Background: an optimization exercise with open tools, aiming at small area and a short achievable clock period. Do not read the settings as production practice. The RTL was checked by simulation tests, not by an equivalence proof against the original design. Power is estimated from default activity; no workload was simulated.

==> run R <==
## ecc_rmw
module ecc_rmw (
    input  wire        clk,
    input  wire        rst,           
    input  wire        in_valid,
    input  wire [71:0] in_rd_cw,      
    input  wire [63:0] in_wdata,      
    input  wire [7:0]  in_wmask,      
    input  wire [7:0]  in_wpar,       
    output reg         out_valid,
    output reg  [63:0] out_rdata,     
    output reg  [7:0]  out_rpar,      
    output reg  [7:0]  out_syndrome,  
    output reg         out_sbe,       
    output reg         out_ded,       
    output reg  [71:0] out_wr_cw,     
    output reg         out_poison     
);
    localparam [511:0] HCOL = 512'hf8c73e3d3b372f1fe0d0c8c4c2c1b0a8a4a2a1989492918c8a898685837068646261585452514c4a49464543383432312c2a292625231c1a191615130e0d0b07;
    localparam [7:0] POISON_MASK = 8'h03;
    integer k;
    wire in_syn_t0 = in_rd_cw[56] ^ in_rd_cw[60];
    wire in_syn_t1 = in_rd_cw[57] ^ in_rd_cw[61];
    wire in_syn_t2 = in_rd_cw[58] ^ in_rd_cw[59];
    wire in_syn_t3 = in_rd_cw[22] ^ in_rd_cw[62];
    wire in_syn_t4 = in_rd_cw[49] ^ in_rd_cw[63];
    wire in_syn_t5 = in_rd_cw[14] ^ in_syn_t1;
    wire in_syn_t6 = in_rd_cw[2] ^ in_syn_t0;
    wire in_syn_t7 = in_rd_cw[17] ^ in_syn_t2;
    wire in_syn_t8 = in_rd_cw[12] ^ in_rd_cw[37];
    wire in_syn_t9 = in_rd_cw[7] ^ in_rd_cw[9];
    wire in_syn_t10 = in_rd_cw[33] ^ in_rd_cw[53];
    wire in_syn_t11 = in_rd_cw[5] ^ in_rd_cw[16];
    wire in_syn_t12 = in_rd_cw[24] ^ in_rd_cw[63];
    wire in_syn_t13 = in_rd_cw[28] ^ in_rd_cw[54];
    wire in_syn_t14 = in_rd_cw[31] ^ in_rd_cw[55];
    wire in_syn_t15 = in_rd_cw[11] ^ in_rd_cw[15];
    wire in_syn_t16 = in_rd_cw[19] ^ in_rd_cw[48];
    wire in_syn_t17 = in_rd_cw[4] ^ in_rd_cw[20];
    wire in_syn_t18 = in_rd_cw[40] ^ in_rd_cw[43];
  ...
==> flow/config.mk <==
export PLATFORM = sky130hd
export DESIGN_NAME = ecc_rmw
export DESIGN_NICKNAME = ecc_rmw
export VERILOG_FILES = /design/flow/design.v
export SDC_FILE = /design/flow/constraint.sdc
export NUM_CORES = 4
export LEC_CHECK = 0
export ABC_CLOCK_PERIOD_IN_PS = 1200
export CAP_MARGIN = 20
export CORE_MARGIN = 2
export CORE_UTILIZATION = 40
export SETUP_SLACK_MARGIN = 3.1
export SLEW_MARGIN = 20
==> flow/constraint.sdc <==
create_clock -name core_clock -period 5.5 [get_ports {clk}]
set_input_delay 1.1000 -clock core_clock [delete_from_list [all_inputs] [get_ports {clk}]]
set_output_delay 1.1000 -clock core_clock [all_outputs]
set_load 0.01 [all_outputs]
standard.sh (not shown) runs the stock make flow with config.mk's settings and CLKGATE_MAP_FILE= SYNTH_SCRIPT=/design/flow/synth_recipe.tcl, a recipe that flattens the netlist after the stock synthesis.
==> flow/flow/run.sh <==
#!/bin/bash
# Standard layout, with plain buffers on the ports instead of ORFS's default choice.
set -euo pipefail
export BUFFER_PORTS_ARGS="-buffer_cell sky130_fd_sc_hd__buf_2"
bash standard.sh > standard.log 2>&1
==> run Y (differences from run R) <==
--- a/flow/design.v
+++ b/flow/design.v
@@ -189,40 +189,50 @@
             s0_valid <= in_valid;
         end
         s0_rd_data  <= in_rd_cw[63:0];
         s0_syn      <= in_syn;
         s0_wdata    <= in_wdata;
         s0_wmask    <= in_wmask;
         s0_wpar_err <= |in_wpar_err;
     end
+    reg [15:0] syn_lo, syn_hi;
+    always @(*) begin
+        for (k = 0; k < 16; k = k + 1) begin
+            syn_lo[k] = (s0_syn[3:0] == k);
+            syn_hi[k] = (s0_syn[7:4] == k);
+        end
+    end
     reg [63:0] flip_data;
     reg [7:0]  flip_check;
+    reg [7:0]  flip_byte;    
     always @(*) begin
         for (k = 0; k < 64; k = k + 1)
-            flip_data[k] = (s0_syn == HCOL[8*k +: 8]);
-        for (k = 0; k < 8; k = k + 1)
+            flip_data[k] = syn_lo[HCOL[8*k +: 4]] & syn_hi[HCOL[8*k+4 +: 4]];
+        for (k = 0; k < 8; k = k + 1) begin
             flip_check[k] = (s0_syn == (8'h01 << k));
+            flip_byte[k]  = |flip_data[8*k +: 8];
+        end
     end
-    wire sbe = (|flip_data) | (|flip_check);
+    wire sbe = (|flip_byte) | (|flip_check);
     wire ded = (s0_syn != 8'h00) && !sbe;
     wire [63:0] corr_data = s0_rd_data ^ flip_data;
     reg [7:0] corr_par;
     always @(*) begin
         for (k = 0; k < 8; k = k + 1)
-            corr_par[k] = ~^corr_data[8*k +: 8];
+            corr_par[k] = ~^s0_rd_data[8*k +: 8] ^ flip_byte[k];
     end
     reg [63:0] merged;
     reg [63:0] premerged;
     reg [7:0]  kept_flip;    
     always @(*) begin
         for (k = 0; k < 8; k = k + 1) begin
             merged[8*k +: 8]    = s0_wmask[k] ? s0_wdata[8*k +: 8] : corr_data[8*k +: 8];
             premerged[8*k +: 8] = s0_wmask[k] ? s0_wdata[8*k +: 8] : s0_rd_data[8*k +: 8];
-            kept_flip[k]        = !s0_wmask[k] && (|flip_data[8*k +: 8]);
+            kept_flip[k]        = !s0_wmask[k] && flip_byte[k];
         end
     end
     wire need_read = (s0_wmask != 8'hff);
     wire poison    = (need_read && ded) || s0_wpar_err;
     wire pm_check_t0 = premerged[56] ^ premerged[58];
     wire pm_check_t1 = premerged[59] ^ premerged[60];
     wire pm_check_t2 = premerged[57] ^ premerged[61];
     wire pm_check_t3 = premerged[35] ^ premerged[62];
@@ -358,18 +368,18 @@
     wire pm_check_t133 = premerged[44] ^ premerged[47];
     wire pm_check_t134 = premerged[52] ^ pm_check_t13;
     wire pm_check_t135 = pm_check_t132 ^ pm_check_t133;
     wire pm_check_t136 = pm_check_t41 ^ pm_check_t134;
     wire pm_check_t137 = pm_check_t135 ^ pm_check_t46;
     wire pm_check_t138 = pm_check_t48 ^ pm_check_t136;
     wire pm_check_t139 = pm_check_t137 ^ pm_check_t138;
     wire [7:0] pm_check = {pm_check_t139, pm_check_t131, pm_check_t120, pm_check_t108, pm_check_t96, pm_check_t84, pm_check_t76, pm_check_t62};
-    wire [7:0] new_check = pm_check
-                         ^ ((|kept_flip) ? s0_syn : 8'h00)
+    wire [7:0] pm_check_corr = pm_check ^ s0_syn;
+    wire [7:0] new_check = ((|kept_flip) ? pm_check_corr : pm_check)
                          ^ (poison ? POISON_MASK : 8'h00);
     always @(posedge clk) begin
         if (rst) begin
             out_valid <= 1'b0;
         end else begin
             out_valid <= s0_valid;
         end
         out_rdata    <= corr_data;
==> flow/flow/run.sh (replaced) <==
#!/bin/bash
# Standard layout with plain port buffers, no CTS dummy loads.
set -euo pipefail
export BUFFER_PORTS_ARGS="-buffer_cell sky130_fd_sc_hd__buf_2"
export CTS_ARGS="-sink_clustering_enable -repair_clock_nets -dont_use_dummy_load"
bash standard.sh > standard.log 2>&1
- ABC_CLOCK_PERIOD_IN_PS: 1200 -> unset
- SETUP_SLACK_MARGIN: 3.1 -> 3.25
==> impl_metrics.ini <==
[status]
status = no timing/DRC/antenna violations

[sta]
worst_slew_pin_slew_ns = 0.5734
worst_slack_ns = 3.126
finalCritPeriodShare = 0.4316

[yosys]
synthTopCellsByCount = xnor2_1 (388), dfxtp_1 (302), xor2_1 (100)
netlist_area_um2 = 13450
yosys-top-cells-area = dfxtp_1 (45%), xnor2_1 (25%), xor2_1 (6.5%), mux2_2 (5.4%), mux2i_1 (4.5%)
synth.distinct_cells = 60

[finish]
clk_share = 0.04788
final_util = 0.5326

[global_routing]
grt_use_total = 0.2607
use_met1 = 0.3500

[cts]
cts_resized = 120

[detailed_routing]
viasPerCell = 4.903

[place]
dpl-instance-area_um2 = 15390

[power_and_ir_drop]
combinationalPowerShare = 0.426

[critical_path]
crit_chain = buf_12 > mux2i_4 > xor2_1 > xnor2_1 > xnor2_1 > xnor2_2 > xnor3_1 > xor2_1 > xnor2_1
[end of results for run Y]
==> impl_metrics.ini <==
[yosys]
synthTopCellsByCount = xnor2_1 (405), dfxtp_1 (302), xor2_1 (98)
netlist_area_um2 = 13600
synth.distinct_cells = 55

[sta]
worst_slew_pin_slew_ns = 0.8463

[finish]
clk_share = 0.05820
final_util = 0.5302

[status]
status = no timing/DRC/antenna violations

[detailed_routing]
viasPerCell = 4.843

[place]
dpl-instance-area_um2 = 15440

[cts]
cts_resized = 87

[global_routing]
grt_use_total = 0.2511
use_met1 = 0.3584

[power_and_ir_drop]
combinationalPowerShare = 0.397

[critical_path]
crit_chain = buf_4 > or4_4 > o32ai_4 > a22oi_2 > nand4_2 > a211oi_2 > a41o_1 > xor2_2 > buf_4 > xor3_1
[end of results for run R]


==> branch fjord <==
ecc_rmw with an RTL version that a note above also has.
## ecc_rmw
module ecc_rmw (
    input  wire        clk,
    input  wire        rst,           
    input  wire        in_valid,
    input  wire [71:0] in_rd_cw,      
    input  wire [63:0] in_wdata,      
    input  wire [7:0]  in_wmask,      
    input  wire [7:0]  in_wpar,       
    output reg         out_valid,
    output reg  [63:0] out_rdata,     
    output reg  [7:0]  out_rpar,      
    output reg  [7:0]  out_syndrome,  
    output reg         out_sbe,       
    output reg         out_ded,       
    output reg  [71:0] out_wr_cw,     
    output reg         out_poison     
);
    localparam [511:0] HCOL = 512'hf8c73e3d3b372f1fe0d0c8c4c2c1b0a8a4a2a1989492918c8a898685837068646261585452514c4a49464543383432312c2a292625231c1a191615130e0d0b07;
    localparam [7:0] POISON_MASK = 8'h03;
    integer k;
    wire in_syn_t0 = in_rd_cw[56] ^ in_rd_cw[60];
    wire in_syn_t1 = in_rd_cw[57] ^ in_rd_cw[61];
    wire in_syn_t2 = in_rd_cw[58] ^ in_rd_cw[59];
    wire in_syn_t3 = in_rd_cw[22] ^ in_rd_cw[62];
    wire in_syn_t4 = in_rd_cw[49] ^ in_rd_cw[63];
    wire in_syn_t5 = in_rd_cw[14] ^ in_syn_t1;
    wire in_syn_t6 = in_rd_cw[2] ^ in_syn_t0;
    wire in_syn_t7 = in_rd_cw[17] ^ in_syn_t2;
    wire in_syn_t8 = in_rd_cw[12] ^ in_rd_cw[37];
    wire in_syn_t9 = in_rd_cw[7] ^ in_rd_cw[9];
    wire in_syn_t10 = in_rd_cw[33] ^ in_rd_cw[53];
    wire in_syn_t11 = in_rd_cw[5] ^ in_rd_cw[16];
    wire in_syn_t12 = in_rd_cw[24] ^ in_rd_cw[63];
    wire in_syn_t13 = in_rd_cw[28] ^ in_rd_cw[54];
    wire in_syn_t14 = in_rd_cw[31] ^ in_rd_cw[55];
    wire in_syn_t15 = in_rd_cw[11] ^ in_rd_cw[15];
    wire in_syn_t16 = in_rd_cw[19] ^ in_rd_cw[48];
  ...
Settings: LEC_CHECK=0, ABC_AREA=1, CAP_MARGIN=0, CORE_MARGIN=2, CORE_UTILIZATION=40, SETUP_SLACK_MARGIN=3.25, SLEW_MARGIN=0; clock period 5.5 ns.
==> flow/flow/run.sh <==
#!/bin/bash
# Standard layout with plain port buffers, no CTS dummy loads.
set -euo pipefail
export BUFFER_PORTS_ARGS="-buffer_cell sky130_fd_sc_hd__buf_2"
export CTS_ARGS="-sink_clustering_enable -repair_clock_nets -dont_use_dummy_load"
bash standard.sh > standard.log 2>&1
==> inputs of branch willow, as changes to branch fjord <==
--- a/flow/design.v
+++ b/flow/design.v
@@ -169,30 +169,35 @@
     wire in_syn_t148 = in_syn_t41 ^ in_syn_t144;
     wire in_syn_t149 = in_syn_t145 ^ in_syn_t146;
     wire in_syn_t150 = in_syn_t147 ^ in_syn_t148;
     wire in_syn_t151 = in_syn_t149 ^ in_syn_t150;
     wire [7:0] in_syn = {in_syn_t151, in_syn_t139, in_syn_t128, in_syn_t113, in_syn_t98, in_syn_t83, in_syn_t70, in_syn_t57};
+    reg [63:0] in_premerged;
+    always @(*) begin
+        for (k = 0; k < 8; k = k + 1)
+            in_premerged[8*k +: 8] = in_wmask[k] ? in_wdata[8*k +: 8] : in_rd_cw[8*k +: 8];
+    end
     reg [7:0] in_wpar_err;
     always @(*) begin
         for (k = 0; k < 8; k = k + 1)
             in_wpar_err[k] = in_wmask[k] && ((^in_wdata[8*k +: 8]) == in_wpar[k]);
     end
     reg        s0_valid;
     reg [63:0] s0_rd_data;
     reg [7:0]  s0_syn;
-    reg [63:0] s0_wdata;
+    reg [63:0] s0_premerged;
     reg [7:0]  s0_wmask;
     reg        s0_wpar_err;
     always @(posedge clk) begin
         if (rst) begin
             s0_valid <= 1'b0;
         end else begin
             s0_valid <= in_valid;
         end
         s0_rd_data  <= in_rd_cw[63:0];
         s0_syn      <= in_syn;
-        s0_wdata    <= in_wdata;
+        s0_premerged <= in_premerged;
         s0_wmask    <= in_wmask;
         s0_wpar_err <= |in_wpar_err;
     end
     reg [15:0] syn_lo, syn_hi;
     always @(*) begin
@@ -223,12 +228,12 @@
     reg [63:0] merged;
     reg [63:0] premerged;
     reg [7:0]  kept_flip;    
     always @(*) begin
         for (k = 0; k < 8; k = k + 1) begin
-            merged[8*k +: 8]    = s0_wmask[k] ? s0_wdata[8*k +: 8] : corr_data[8*k +: 8];
-            premerged[8*k +: 8] = s0_wmask[k] ? s0_wdata[8*k +: 8] : s0_rd_data[8*k +: 8];
+            premerged[8*k +: 8] = s0_premerged[8*k +: 8];
+            merged[8*k +: 8]    = s0_premerged[8*k +: 8] ^ (s0_wmask[k] ? 8'h00 : flip_data[8*k +: 8]);
             kept_flip[k]        = !s0_wmask[k] && flip_byte[k];
         end
     end
     wire need_read = (s0_wmask != 8'hff);
     wire poison    = (need_read && ded) || s0_wpar_err;
CAP_MARGIN = 20   (was 0)
SETUP_SLACK_MARGIN = 3.35   (was 3.25)
SLEW_MARGIN = 20   (was 0)
==> inputs of branch nickel, as changes to branch fjord <==
==> flow/flow/run.sh (replaced) <==
#!/bin/bash
# Standard layout with plain port buffers (buf_2 on inputs, buf_1 on outputs)
# and no CTS dummy loads.
set -euo pipefail
here=$(pwd)
export BUFFER_PORTS_ARGS="-inputs -buffer_cell sky130_fd_sc_hd__buf_2"
export POST_GLOBAL_PLACE_TCL="$here/flow/out_buffers.tcl"
export CTS_ARGS="-sink_clustering_enable -repair_clock_nets -dont_use_dummy_load"
bash standard.sh > standard.log 2>&1
==> flow/flow/out_buffers.tcl (new file) <==
buffer_ports -outputs -buffer_cell sky130_fd_sc_hd__buf_1
CAP_MARGIN = 20   (was 0)
SETUP_SLACK_MARGIN = 3.1   (was 3.25)
SLEW_MARGIN = 20   (was 0)
==> run summary <==
| metric | branch fjord | branch willow | branch nickel |
|---|---|---|---|
| Result of the run | no timing/DRC/antenna violations | no timing/DRC/antenna violations | no timing/DRC/antenna violations |
| Critical Path Source Type | input pin | register | register |
| Non-Filler Cell Area, Final | 18300 sq um | 18000 sq um | 17600 sq um |
| Combinational Power Share | 0.380 | 0.394 | 0.358 |
| Count of mapped cells out of synthesis | 1797 | 1558 | 1797 |
| Leakage Power | 9.17 nW | 8.31 nW | 8.43 nW |
| Pin count of the biggest net entering global routing | 22 | 17 | 22 |
| End point of the critical path | s0_syn[1]$_DFF_P_ | out_wr_cw[65]$_DFF_P_ | out_wr_cw[65]$_DFF_P_ |
| Pint | 4.48 mW | 4.65 mW | 4.33 mW |
| Routing usage on met1 | 0.347 | 0.360 | 0.349 |
| Post-Synth Simple-Gate Area | 0.240 | 0.154 | 0.240 |
| Buf+Inv Stages, Crit Path | 1 | 2 | 2 |
| Number of optimization iterations in the first detailed-route pass | 7 | 5 | 6 |
| Number of cells in the finished layout apart from fillers | 2638 | 2373 | 2618 |
| DRT Wirelength | 52200 um | 50400 um | 52200 um |
| Clock latency at the later pin of the worst-skew pair | 0.56 ns | 0.57 ns | 0.60 ns |
| Setup WS pre-CTS | 2.60 ns | 2.58 ns | 2.41 ns |
| Peak clock frequency supported by timing | 458 MHz | 468 MHz | 430 MHz |
| Row count | 69 | 68 | 69 |
| Number of global-route vias before repair | 12100 | 11300 | 12000 |
| Sequential Power | 2.66 mW | 2.79 mW | 2.69 mW |
| Crit path setup slack, layout | 3.32 ns | 3.36 ns | 3.17 ns |
| Reg-to-reg startpoint | s0_syn[5]$_DFF_P_ | s0_syn[1]$_DFF_P_ | s0_syn[4]$_DFF_P_ |
| Area post-placement | 16300 sq um | 16000 sq um | 16100 sq um |
| Fraction of area in multi-input gates | 0.452 | 0.457 | 0.449 |

[afterwards: timing with drivers on the ports]
Ports are ideal in the flow. The routed layouts listed here were re-timed in OpenROAD.
Step 1 assumes that a clkbuf_16 drives the clock port and a buf_2 every other input.
Step 2 adds t to the input delays and takes it off the output delays; t is the mean of the earliest and latest rising clock arrival at the registers after step 1. Input paths then give back, and output paths get back, about the clock's delay inside the block.
Three values: no drivers, after step 1, after step 2; two values: the first two.
| run | t, ns | setup WS [ns] | hold WS [ns] | worst setup path after step 2 | latest minus earliest clock arrival (ns) |
|---|---|---|---|---|---|
| run R | 0.610 | 3.057 / 3.057 / 2.632 | 0.442 / 0.442 / 0.442 | input to register | 0.019 / 0.020 |
| run Y | 0.554 | 3.126 / 3.126 / 2.803 | 0.445 / 0.445 / 0.445 | input to register | 0.052 / 0.052 |
| branch fjord | 0.613 | 3.316 / 3.285 / 2.741 | 0.406 / 0.406 / 0.406 | input to register | 0.015 / 0.015 |
| branch willow | 0.611 | 3.362 / 3.307 / 2.804 | 0.405 / 0.405 / 0.405 | input to register | 0.028 / 0.028 |
| branch nickel | 0.620 | 3.174 / 3.174 / 2.602 | 0.403 / 0.403 / 0.403 | input to register | 0.062 / 0.062 |
After both steps setup and hold are still met in every run listed. For branch fjord, which loses most, drivers alone change the setup slack by -0.031 ns; drivers and shift together by -0.575 ns.
